Background: an optimization exercise with open tools, aiming at small area and a short achievable clock period. Do not read the settings as production practice. Only simulation tests tie the RTL to the original design; equivalence was not proved.

`design.v`:
```
module elem_combine (
    input  wire        clk,
    input  wire        rst,         
    input  wire        in_valid,
    input  wire [1:0]  in_op,       
    input  wire [2:0]  in_type,     
    input  wire [31:0] in_a,        
    input  wire [31:0] in_x,        
    output reg         out_valid,
    output reg  [31:0] out_res,
    output reg         out_nan,     
    output reg         out_ovf,     
    output reg         out_bad      
);
    localparam OP_WRITE = 2'd1, OP_ADD = 2'd2, OP_MAX = 2'd3;
    localparam T_RAW = 3'd0, T_FP32 = 3'd1, T_BF16 = 3'd2, T_FP16 = 3'd3,
               T_INT8 = 3'd4, T_INT32 = 3'd5;
    reg        v1;
    reg [1:0]  op1;
    reg [2:0]  t1;
    reg [31:0] a1, x1;
    always @(posedge clk) begin
        if (rst) begin
            v1 <= 1'b0;
        end else begin
            v1 <= in_valid;
        end
        op1 <= in_op;
        t1  <= in_type;
        a1  <= in_a;
        x1  <= in_x;
    end
    wire is_fp32 = (t1 == T_FP32);
    wire is_bf16 = (t1 == T_BF16);
    wire is_fp16 = (t1 == T_FP16);
    wire is_fp   = is_fp32 | is_bf16 | is_fp16;
    wire is_16   = is_bf16 | is_fp16;
    reg allowed;
    always @(*) begin
        case (op1)
            OP_WRITE: allowed = (t1 <= T_INT32);
            OP_ADD:   allowed = is_fp | (t1 == T_INT32);
            OP_MAX:   allowed = is_fp | (t1 == T_INT8) | (t1 == T_INT32);
            default:  allowed = 1'b0;
        endcase
    end
    reg [31:0] tmask;
    always @(*) begin
        case (t1)
            T_RAW, T_INT8:  tmask = 32'h0000_00FF;
            T_BF16, T_FP16: tmask = 32'h0000_FFFF;
            default:        tmask = 32'hFFFF_FFFF;
        endcase
    end
    wire [31:0] am = a1 & tmask;
    wire [31:0] xm = x1 & tmask;
    function automatic [1:0] fp_class;    
        input [31:0] v;
        input [2:0]  t;
        reg   [7:0]  e;
        reg          fz;
        begin
            case (t)
                T_FP16:  begin e = {3'b000, v[14:10]}; fz = (v[9:0] == 0);
                               fp_class = (e == 8'd31) ? (fz ? 2'd1 : 2'd2) : 2'd0; end
                T_BF16:  begin e = v[14:7]; fz = (v[6:0] == 0);
                               fp_class = (e == 8'hFF) ? (fz ? 2'd1 : 2'd2) : 2'd0; end
                default: begin e = v[30:23]; fz = (v[22:0] == 0);
                               fp_class = (e == 8'hFF) ? (fz ? 2'd1 : 2'd2) : 2'd0; end
            endcase
        end
    endfunction
    function automatic [31:0] to_fp32;
        input [31:0] v;
        input [2:0]  t;
        reg   [4:0]  p;
        reg   [9:0]  m;
        integer      i;
        begin
            case (t)
                T_BF16: to_fp32 = {v[15:0], 16'h0000};
                T_FP16: begin
                    m = v[9:0];
                    if (v[14:10] == 5'd31)
                        to_fp32 = {v[15], 8'hFF, m, 13'h0};
                    else if (v[14:10] != 5'd0)
                        to_fp32 = {v[15], {3'b000, v[14:10]} + 8'd112, m, 13'h0};
                    else if (m == 10'd0)
                        to_fp32 = {v[15], 31'h0};
                    else begin
                        p = 5'd0;
                        for (i = 0; i < 10; i = i + 1)
                            if (m[i]) p = i[4:0];
                        to_fp32 = {v[15], 8'd103 + {3'b000, p}, ({m, 13'h0} << (5'd10 - p)) & 23'h7F_FFFF};
                    end
                end
                default: to_fp32 = v;
            endcase
        end
    endfunction
    wire [1:0] ca = fp_class(am, t1);
    wire [1:0] cx = fp_class(xm, t1);
    wire [31:0] a32 = to_fp32(am, t1);
    wire [31:0] x32 = to_fp32(xm, t1);
    reg [31:0] qnan_t;
    always @(*) begin
        case (t1)
            T_BF16:  qnan_t = 32'h0000_7FC0;
            T_FP16:  qnan_t = 32'h0000_7E00;
            default: qnan_t = 32'h7FC0_0000;
        endcase
    end
    wire        sa = a32[31];
    wire        sx = x32[31];
    wire [7:0]  ea = a32[30:23];
    wire [7:0]  ex = x32[30:23];
    wire [23:0] ma = {ea != 8'd0, a32[22:0]};
    wire [23:0] mx = {ex != 8'd0, x32[22:0]};
    wire [7:0]  ea_eff = (ea == 8'd0) ? 8'd1 : ea;
    wire [7:0]  ex_eff = (ex == 8'd0) ? 8'd1 : ex;
    wire        a_ge = (a32[30:0] >= x32[30:0]);
    wire        s_l  = a_ge ? sa : sx;
    wire [7:0]  e_l  = a_ge ? ea_eff : ex_eff;
    wire [7:0]  e_s  = a_ge ? ex_eff : ea_eff;
    wire [23:0] m_l  = a_ge ? ma : mx;
    wire [23:0] m_s  = a_ge ? mx : ma;
    wire        eff_sub = sa ^ sx;
    wire [7:0]  d    = e_l - e_s;
    wire [4:0]  dc   = (d > 8'd31) ? 5'd31 : d[4:0];
    wire [57:0] wide = {m_s, 34'h0} >> dc;
    wire        stk  = |wide[30:0];
    wire [26:0] al_s = {wide[57:32], wide[31] | stk};
    wire [26:0] al_l = {m_l, 3'b000};
    wire [27:0] sum  = eff_sub ? ({1'b0, al_l} - {1'b0, al_s})
                               : ({1'b0, al_l} + {1'b0, al_s});
    reg [4:0] lz;
    integer k;
    always @(*) begin
        lz = 5'd27;
        for (k = 0; k < 27; k = k + 1)
            if (sum[k]) lz = 5'd26 - k[4:0];
    end
    reg [26:0] nrm;
    reg [8:0]  e_n;
    reg [4:0]  sh;
    always @(*) begin
        if (sum[27]) begin
            nrm = {sum[27:2], sum[1] | sum[0]};
            e_n = {1'b0, e_l} + 9'd1;
            sh  = 5'd0;
        end else begin
            sh  = ({3'b000, lz} < e_l) ? lz : (e_l[4:0] - 5'd1);
            nrm = sum[26:0] << sh;
            e_n = {1'b0, e_l} - {4'b0000, sh};
        end
    end
    wire [23:0] man   = nrm[26:3];
    wire        rnd   = nrm[2] & (nrm[1] | nrm[0] | man[0]);
    wire [24:0] man_r = {1'b0, man} + {24'h0, rnd};
    wire [8:0]  e_r   = man_r[24] ? e_n + 9'd1 : e_n;
    wire [22:0] f_r   = man_r[24] ? man_r[23:1] : man_r[22:0];
    wire        nrm_r = man_r[24] | man_r[23];
    wire        ovf32 = nrm_r & (e_r >= 9'd255);
    wire        zero_sum = (sum == 28'd0);
    reg [31:0] r32;
    always @(*) begin
        if (zero_sum)
            r32 = {(ma == 24'd0) & (mx == 24'd0) & sa & sx, 31'h0};
        else if (ovf32)
            r32 = {s_l, 8'hFF, 23'h0};
        else
            r32 = {s_l, nrm_r ? e_r[7:0] : 8'h00, f_r};
    end
    wire        rs  = r32[31];
    wire [7:0]  re  = r32[30:23];
    wire [23:0] rsg = {re != 8'd0, r32[22:0]};
    wire [7:0]  bf_kept = rsg[23:16];
    wire        bf_rnd  = rsg[15] & ((|rsg[14:0]) | bf_kept[0]);
    wire [8:0]  bf_r    = {1'b0, bf_kept} + {8'h00, bf_rnd};
    wire [7:0]  bf_base = (re == 8'd0) ? 8'd0 : re - 8'd1;
    wire [16:0] bf_bits = {2'b00, bf_base, 7'h00} + {8'h00, bf_r};
    wire        bf_ovf  = (bf_bits >= 17'h7F80);
    wire [15:0] bf_res  = bf_ovf ? {rs, 15'h7F80} : {rs, bf_bits[14:0]};
    wire        h_norm  = (re >= 8'd113);
    wire [7:0]  h_extra = h_norm ? 8'd0 : (8'd113 - re);
    wire [5:0]  h_sh    = (h_extra > 8'd13) ? 6'd26 : (6'd13 + h_extra[5:0]);
    wire [49:0] h_wide  = {rsg, 26'h0} >> h_sh;
    wire [10:0] h_kept  = h_wide[36:26];
    wire        h_g     = h_wide[25];
    wire        h_st    = |h_wide[24:0];
    wire        h_rnd   = h_g & (h_st | h_kept[0]);
    wire [11:0] h_r     = {1'b0, h_kept} + {11'h000, h_rnd};
    wire [7:0]  h_base  = h_norm ? (re - 8'd113) : 8'd0;
    wire [18:0] h_bits  = {1'b0, h_base, 10'h000} + {7'h00, h_r};
    wire        h_ovf   = (h_bits >= 19'h7C00);
    wire [15:0] h_res   = h_ovf ? {rs, 15'h7C00} : {rs, h_bits[14:0]};
    reg [31:0] fadd_res;
    reg        fadd_nan, fadd_ovf;
    always @(*) begin
        fadd_nan = 1'b0;
        fadd_ovf = 1'b0;
        if (ca == 2'd2 || cx == 2'd2) begin
            fadd_res = qnan_t;
            fadd_nan = 1'b1;
        end else if (ca == 2'd1 && cx == 2'd1) begin
            if (sa != sx) begin
                fadd_res = qnan_t;
                fadd_nan = 1'b1;
            end else
                fadd_res = am;
        end else if (ca == 2'd1)
            fadd_res = am;
        else if (cx == 2'd1)
            fadd_res = xm;
        else if (is_fp32) begin
            fadd_res = r32;
            fadd_ovf = ovf32;
        end else if (is_bf16) begin
            fadd_res = {16'h0000, bf_res};
            fadd_ovf = ovf32 | bf_ovf;
        end else begin
            fadd_res = {16'h0000, h_res};
            fadd_ovf = ovf32 | h_ovf;
        end
    end
    wire [31:0] a_al = is_16 ? {am[15:0], 16'h0} : am;    
    wire [31:0] x_al = is_16 ? {xm[15:0], 16'h0} : xm;
    wire [31:0] ka   = a_al[31] ? ~a_al : {1'b1, a_al[30:0]};
    wire [31:0] kx   = x_al[31] ? ~x_al : {1'b1, x_al[30:0]};
    reg [31:0] max_res;
    reg        max_nan;
    always @(*) begin
        max_nan = 1'b0;
        if (is_fp) begin
            if (ca == 2'd2 || cx == 2'd2) begin
                max_res = qnan_t;
                max_nan = 1'b1;
            end else
                max_res = (ka >= kx) ? am : xm;
        end else if (t1 == T_INT8)
            max_res = ($signed(am[7:0]) >= $signed(xm[7:0])) ? am : xm;
        else
            max_res = ($signed(am) >= $signed(xm)) ? am : xm;
    end
    reg [31:0] res;
    reg        res_nan, res_ovf;
    always @(*) begin
        res     = 32'h0;
        res_nan = 1'b0;
        res_ovf = 1'b0;
        if (allowed) begin
            case (op1)
                OP_WRITE: res = xm;
                OP_ADD: begin
                    if (is_fp) begin
                        res     = fadd_res;
                        res_nan = fadd_nan;
                        res_ovf = fadd_ovf;
                    end else
                        res = am + xm;
                end
                default: begin
                    res     = max_res;
                    res_nan = max_nan;
                end
            endcase
        end
    end
    always @(posedge clk) begin
        if (rst) begin
            out_valid <= 1'b0;
        end else begin
            out_valid <= v1;
        end
        out_res <= res;
        out_nan <= res_nan;
        out_ovf <= res_ovf;
        out_bad <= ~allowed;
    end
endmodule
```
`run.sh`:
```
#!/bin/bash
# synth_recipe.tcl (not shown) runs the flow's synth.tcl, then flattens the netlist and writes it again
# the make line also repeats each setting of config.mk as NAME=value (left out here)
make -C /OpenROAD-flow-scripts/flow DESIGN_CONFIG=/design/flow/config.mk WORK_HOME=/design/flow/orfs CLKGATE_MAP_FILE= SYNTH_SCRIPT=/design/flow/synth_recipe.tcl finish
```
`config.mk`:
```
export PLATFORM = sky130hd
export DESIGN_NAME = elem_combine
export DESIGN_NICKNAME = elem_combine
export VERILOG_FILES = /design/flow/design.v
export SDC_FILE = /design/flow/constraint.sdc
export NUM_CORES = 4
export LEC_CHECK = 0
export CAP_MARGIN = 20
export CORE_MARGIN = 2
export CORE_UTILIZATION = 35
export PLACE_DENSITY = 0.5
export SLEW_MARGIN = 20
```
`constraint.sdc`:
```
create_clock -name core_clock -period 25.0 [get_ports {clk}]
set_input_delay 5.0000 -clock core_clock [delete_from_list [all_inputs] [get_ports {clk}]]
set_output_delay 5.0000 -clock core_clock [all_outputs]
set_load 0.01 [all_outputs]
```
==> key figures <==
Status
  – Status: timing/DRC/antenna clean

Clocking
  – Clock Pin Slew Worst Setup and Hold Paths: approximately 0.090 ns
  – Clock buffer depth: 2
  – CTS tree: built
  – CTS Root Cell: clkbuf_16
  – CTS Sinks: 106
  – CTS Hold Bufs: 0
  – Worst-Skew Late Latency: roughly 0.4 ns
  – CTS H-Tree Depth: 3
  – CTS Buf Count: 9

Worst hold path
  – Hold Startpoint: v1
  – Min-Delay Path Class: reg -> reg
  – Hold Path Depth: 1
  – WHS Endpoint: out_valid

Worst setup path
  – Crit. End Element: register
  – CP Max Fanout: 22
  – Critical R2R Capture: out_res[9]
  – Worst Reg-to-Reg Cells: between 90 and 100
  – Worst setup path category: reg -> reg
  – Top cell by count, worst path: buf_4
  – Max incr delay on CP: approximately 0.78 ns
  – Worst r2r src: t1[1]
  – CP Data Arrival Time: 23.90 ns
  – Startpoint class of the critical path: register
  – R2R Setup Slk: approximately 1.4 ns
  – Data required, critical path: 25.32 ns
  – CP max-delay cell: a211oi_1

Global routing
  – Global-route wire length before repair: between 200000 and 250000 µm
  – Initial antenna violation count: 1
  – Largest net degree at the start of global routing: 65
  – Remaining global-route overflow: 0
  – GRT Overall Usage: ~34%
  – Vias in the first global route: 32900

Die
  – Placeable Area: slightly above 0.08 mm²
  – DIE HEIGHT: 289 µm
  – Placement row count: around 100
  – Die area: about 0.083 mm²
  – I/O pin total: ~110
  – Initial Util: about a third
  – Die Wd: roughly 290 µm

Synth
  – Yosys reg bits: roughly 110
  – Synthesized cell area: between 0.02 and 0.03 mm²
  – Synth Flop Type: dfxtp_1
  – Asr flop ratio synth: 0%
  – Mapped Cells: about 4300
  – Mapped Avg Cell Area: around 6.6 µm²
  – Sequential cell area fraction in the yosys report: under 10%
  – Netlist cell types: around 140
  – Syn_nets: ~4600
  – Post-synth EDFFs: 0
  – Synthesis warning total: 1

STA
  – Final max-slew violation count: 0
  – Fin. Hold Viols: 0
  – Post-route setup TNS: 0 ns
  – Slew @ Worst Pin: between 1 and 1.5 ns
  – Peak Freq: roughly 42 MHz
  – Skew final: between 0.02 and 0.025 ns
  – Period utilisation layout: a little over nine tenths
  – Final setup fails: 0
  – Slew headroom: around 16%
  – Fin crit period: around 24 ns

Drt
  – Antenna-violating nets left: 0
  – Drt drc: 0
  – Iteration-0 DRC Markers: 4238
  – Via count: around 35000
  – DR vias/cell: approximately 6.5
  – DR WL/cell: approximately 27 µm
  – First-pass iteration count of the detailed router: 6
  – Post-Route WL: about 150000 µm

Place
  – Dpl cells: 5384
  – Port-buffer cells: ~110
  – DP HPWL: 118000 µm
  – Gpl congestion: around 1
  – Dpl cell area: 0.0313 mm²

Finish
  – Sequential Area: 0.00214 mm²
  – Area growth from synthesis to layout: 12.5%
  – Multi-input logic area: ~0.024 mm²
  – Fillers: around 9000
  – Commonest non-fill, non-tap cell in the layout: nand2_1
  – Nets: about 4600
  – Antenna Cells: 0
  – Design area: approximately 0.032 mm²
  – Post-route insts no fill: around 5400
  – Fraction of layout cells with a size suffix above 1: ~11%
  – Final core utilization: roughly 40%
  – Most frequent cells in the layout: 464 x nand2_1, 398 x a21oi_1, 397 x nor2_1

Job
  – Max-Cap Viols: 0
-- Yosys cell counts (all sizes together) (35+ instances only) --
| cell | instances | area share [%] |
|---|---|---|
| a211oi | 71 | 1.9 |
| a21o | 56 | 1.5 |
| a21oi | 408 | 7.3 |
| a221oi | 36 | 1.2 |
| a31oi | 73 | 1.6 |
| and2 | 59 | 1.3 |
| buf | 82 | 1.6 |
| clkbuf | 228 | 3.0 |
| dfxtp | 106 | 7.5 |
| ha | 212 | 9.4 |
| inv | 208 | 2.8 |
| mux2 | 38 | 1.5 |
| mux2i | 83 | 2.9 |
| nand2 | 469 | 6.2 |
| nand2b | 47 | 1.0 |
| nand3 | 120 | 2.2 |
| nand4 | 79 | 1.8 |
| nor2 | 406 | 5.5 |
| nor3 | 124 | 2.4 |
| nor4 | 54 | 1.4 |
| o211ai | 57 | 1.5 |
| o21ai | 364 | 6.5 |
| o21bai | 35 | 0.93 |
| o22ai | 61 | 1.3 |
| or3 | 36 | 0.81 |
| xnor2 | 129 | 4.0 |
-- cell type report --
class                      instances  share of cell area [%]
tap                             1060                    4.15
sequential                       106                    6.70
clock inverter                     6                   0.223
clock buffer                      10                   0.749
inverter                         212                    2.51
multi-input combinational       3671                    76.6
timing repair buffer             347                    9.08
-- flip-flops by register name (all words and copies together), names as in the netlist --
register,cells
x1,32
v1,1
op1,2
out_ovf,1
t1,3
a1,32
out_nan,1
out_bad,1
out_valid,1
out_res,32
-- through the flow --
stage / hold WS (ns) / setup slack [ns]
floorplan: 0.414 / 1.00
global placement: 0.418 / 0.232
detailed placement: 0.425 / 0.00848
CTS: 0.443 / 0.191
global route: 0.451 / -0.0547
finish: 0.441 / 1.43
-- how the worst max path moves through the flow --
stage,end,slack (ns),depth (start not counted),from
floorplan,out_res[9],1.00,113,t1[1]
global placement,out_res[9],0.23,100,a1[3]
detailed placement,out_res[9],0.008,103,t1[1]
CTS,out_res[9],0.19,103,t1[1]
global route,out_res[9],-0.05,106,a1[3]
finish,out_res[9],1.43,94,t1[1]
-- cells by family after synthesis --
| family | Yosys count | share of synthesized area, % |
|---|---|---|
| adder cells (fa/ha/maj) | 214 | 9.49 |
| AND/OR/NAND/NOR | 1569 | 27.3 |
| multiplexers | 135 | 5.56 |
| buffers and inverters | 522 | 7.38 |
| flip-flops | 106 | 7.48 |
| AO/OA/AOI/OAI | 1594 | 37.9 |
| XOR/XNOR | 158 | 4.96 |
-- critical path, delay by kind of cell (launching register included) --
kind | cells | cell delay, ns
flip-flops | 1 | 0.49
XOR/XNOR | 2 | 0.36
adder cells (fa/ha/maj) | 9 | 2.45
multiplexers | 2 | 0.81
buffers and inverters | 12 | 2.37
AND/OR/NAND/NOR | 30 | 7.29
AO/OA/AOI/OAI | 39 | 9.70
-- what timing repair did --
| action | 4_1_cts | 5_1_grt |
|---|---|---|
| setup buffers | 3 | 8 |
| resized for setup | 1 | 53 |
| setup endpoints to repair | 3 | 16 |
| cloned | 0 | 1 |
| pin swaps | 1 | 4 |
-- metal layers --
metal	part of all wire, %	track usage (%)
met1	44	46.6
met2	44	53.5
met3	8.3	5.71
met4	4.4	14.0
met5	0.10	1.19

[afterwards: timing with drivers on the ports]
No port has a modelled driver above. Below, the same layout with a new extraction and two added sets of constraints.
Step 1 (the two cells are an assumption about what drives the block):
set clk [get_ports {clk}]
set_driving_cell -lib_cell sky130_fd_sc_hd__clkbuf_16 $clk
set_driving_cell -lib_cell sky130_fd_sc_hd__buf_2 [delete_from_list [all_inputs] $clk]
Step 2 also shifts input and output timing later by t, the mid clock arrival at the registers, as if the neighbouring blocks saw the same clock.
a / b / c = ideal ports / drivers / drivers and shift; a / b = the first two.
shift t [ns]: 0.447
setup slack, ns: 1.426 / 1.426 / 1.426
latest minus earliest clock arrival (ns): 0.021 / 0.021
worst slew at a driven data input, ns: 0.06
pins driven straight from the clock port: 1
After both steps setup and hold are still met in this run. For this run, drivers alone change the setup slack by 0.000 ns; drivers and shift together by 0.000 ns.
